What follows belongs to an exercise in optimizing a design on an open flow for small area and a short achievable clock period; a production flow would make more cautious choices.
The RTL was checked by simulation tests, not by an equivalence proof against the original design.
No activity file was given, so power comes from the tool's default toggle rates.

## cledon_narrow
module cledon_narrow (
    input  wire         clk,
    input  wire         rst,           
    input  wire         cfg_load,      
    input  wire [31:0]  cfg_seed,
    input  wire         in_valid,
    input  wire [127:0] in_data,       
    input  wire [3:0]   in_fmt,
    input  wire [1:0]   in_rnd,
    input  wire         in_strict,
    input  wire [7:0]   in_scale,
    output reg          out_valid,
    output reg  [63:0]  out_code,      
    output reg  [3:0]   out_sat,
    output reg  [3:0]   out_nan_in,
    output reg  [3:0]   out_strict_nan,
    output reg  [3:0]   out_nonzero,
    output reg  [3:0]   out_flushed
);
    reg  [31:0] st_r;
    reg         a_load, a_took, b_took;
    reg  [31:0] a_seed;
    wire [15:0] lf_s1, lf_s2, lf_s3;
    wire [31:0] lf_s4;
    wire lf_x0 = st_r[1] ^ st_r[12];
    wire lf_x1 = st_r[0] ^ st_r[11];
    wire lf_x2 = st_r[2] ^ st_r[5];
    wire lf_x3 = st_r[22] ^ st_r[28];
    wire lf_x4 = st_r[23] ^ st_r[29];
    wire lf_x5 = st_r[21] ^ st_r[27];
  ...
Size: ~5500 cells after synthesis, about 480 flip-flops, roughly 260 I/O pins.
clock: 20.0 ns
lec_check: 0
abc_area: 1
cap_margin: 20
core_margin: 2
core_utilization: 55
slew_margin: 20
standard.sh (not shown) runs the stock make flow with config.mk's settings and CLKGATE_MAP_FILE= SYNTH_SCRIPT=/design/flow/synth_recipe.tcl, a recipe that flattens the netlist after the stock synthesis.
==> flow/flow/run.sh <==
#!/bin/bash
# Own layout flow: the standard ORFS flow (standard.sh, unchanged synthesis and
# constraints) with these changes in how the layout is made:
#  - timing repair is asked for a setup slack well above what the 20 ns clock needs,
#    so that it sizes up and buffers the long paths;
#  - the port buffers are plain buf_2 cells instead of the default delay buffers;
#  - the clock tree uses smaller buffers (a clkbuf_16 at the root), clusters of 16 sinks and no dummy loads.
set -euo pipefail
export SETUP_SLACK_MARGIN=14.9
export BUFFER_PORTS_ARGS="-buffer_cell sky130_fd_sc_hd__buf_2"
export CTS_ARGS="-sink_clustering_enable -repair_clock_nets -dont_use_dummy_load -buf_list {sky130_fd_sc_hd__clkbuf_8} -root_buf sky130_fd_sc_hd__clkbuf_16 -sink_clustering_size 16 -sink_clustering_max_diameter 60"
bash standard.sh > standard_flow.log 2>&1
==> next run, changes <==
--- a/flow/flow/run.sh
+++ b/flow/flow/run.sh
@@ -9 +9 @@
-export SETUP_SLACK_MARGIN=14.9
+export SETUP_SLACK_MARGIN=15.1
- CORE_UTILIZATION: 55 -> 40
What happened: Area after synthesis is unchanged; cell count grows by 5.0%; non-clock buffer count grows by 7.
==> next run, changes <==
--- a/flow/flow/run.sh
+++ b/flow/flow/run.sh
@@ -9 +9 @@
-export SETUP_SLACK_MARGIN=15.1
+export SETUP_SLACK_MARGIN=14.9
After rerunning: Power is lower by 2.1%; routed wire length is lower by 3.8%; design area is lower by 2.0%; via count is lower by 0.83%; first-iteration DRC count is lower by 2.6%; cell count is lower by 0.56%; global-route usage is lower by 1.3 points; setup slack gains 0.029 ns.
==> next run, changes <==
--- a/flow/flow/run.sh
+++ b/flow/flow/run.sh
@@ -7 +7 @@
-#  - the clock tree uses smaller buffers (a clkbuf_16 at the root), clusters of 16 sinks and no dummy loads.
+#  - the clock tree uses smaller buffers, clusters of 16 sinks and no dummy loads.
@@ -9 +9 @@
-export SETUP_SLACK_MARGIN=14.9
+export SETUP_SLACK_MARGIN=15.0
@@ -11 +11 @@
-export CTS_ARGS="-sink_clustering_enable -repair_clock_nets -dont_use_dummy_load -buf_list {sky130_fd_sc_hd__clkbuf_8} -root_buf sky130_fd_sc_hd__clkbuf_16 -sink_clustering_size 16 -sink_clustering_max_diameter 60"
+export CTS_ARGS="-sink_clustering_enable -repair_clock_nets -dont_use_dummy_load -buf_list {sky130_fd_sc_hd__clkbuf_8} -sink_clustering_size 16 -sink_clustering_max_diameter 60"
=>
- first-iteration DRC count went down by 2.8%
- wire length increases by 3.1%
- clock power came out lower by about 1%
- sequential cell count is unchanged
- setup slack is worse by 0.17 ns
- global-route usage went up by 1.2 points
- area after synthesis does not change
- fmax drops by 3.2%
- die area does not change

==> port drivers added, routing unchanged <==
Ports are ideal in the flow. The routed layouts listed here were re-timed in OpenROAD.
Step 1, drivers: a clkbuf_16 drives clk and a buf_2 each remaining input, both assumed.
Step 2 moves the port delays by t, midway between the first and last clock arrival at a register: inputs arrive t later, outputs are due t later. That takes back most of the time a late clock gives input paths.
a / b / c = ideal ports / drivers / drivers and shift; a / b = the first two.
run | t (ns) | slack for setup (ns) | cell pins on the clock port's net
the first run | 0.635 | 14.910 / 14.841 / 14.421 | 1
the second run | 0.660 | 14.854 / 14.783 / 14.591 | 1
the third run | 0.665 | 14.882 / 14.811 / 14.444 | 1
the fourth run | 0.777 | 14.711 / 14.642 / 14.399 | 1
After both steps every run listed still meets setup and hold. The setup slack of the first run, which loses most, moves by -0.069 ns with the drivers and by -0.489 ns with both steps.
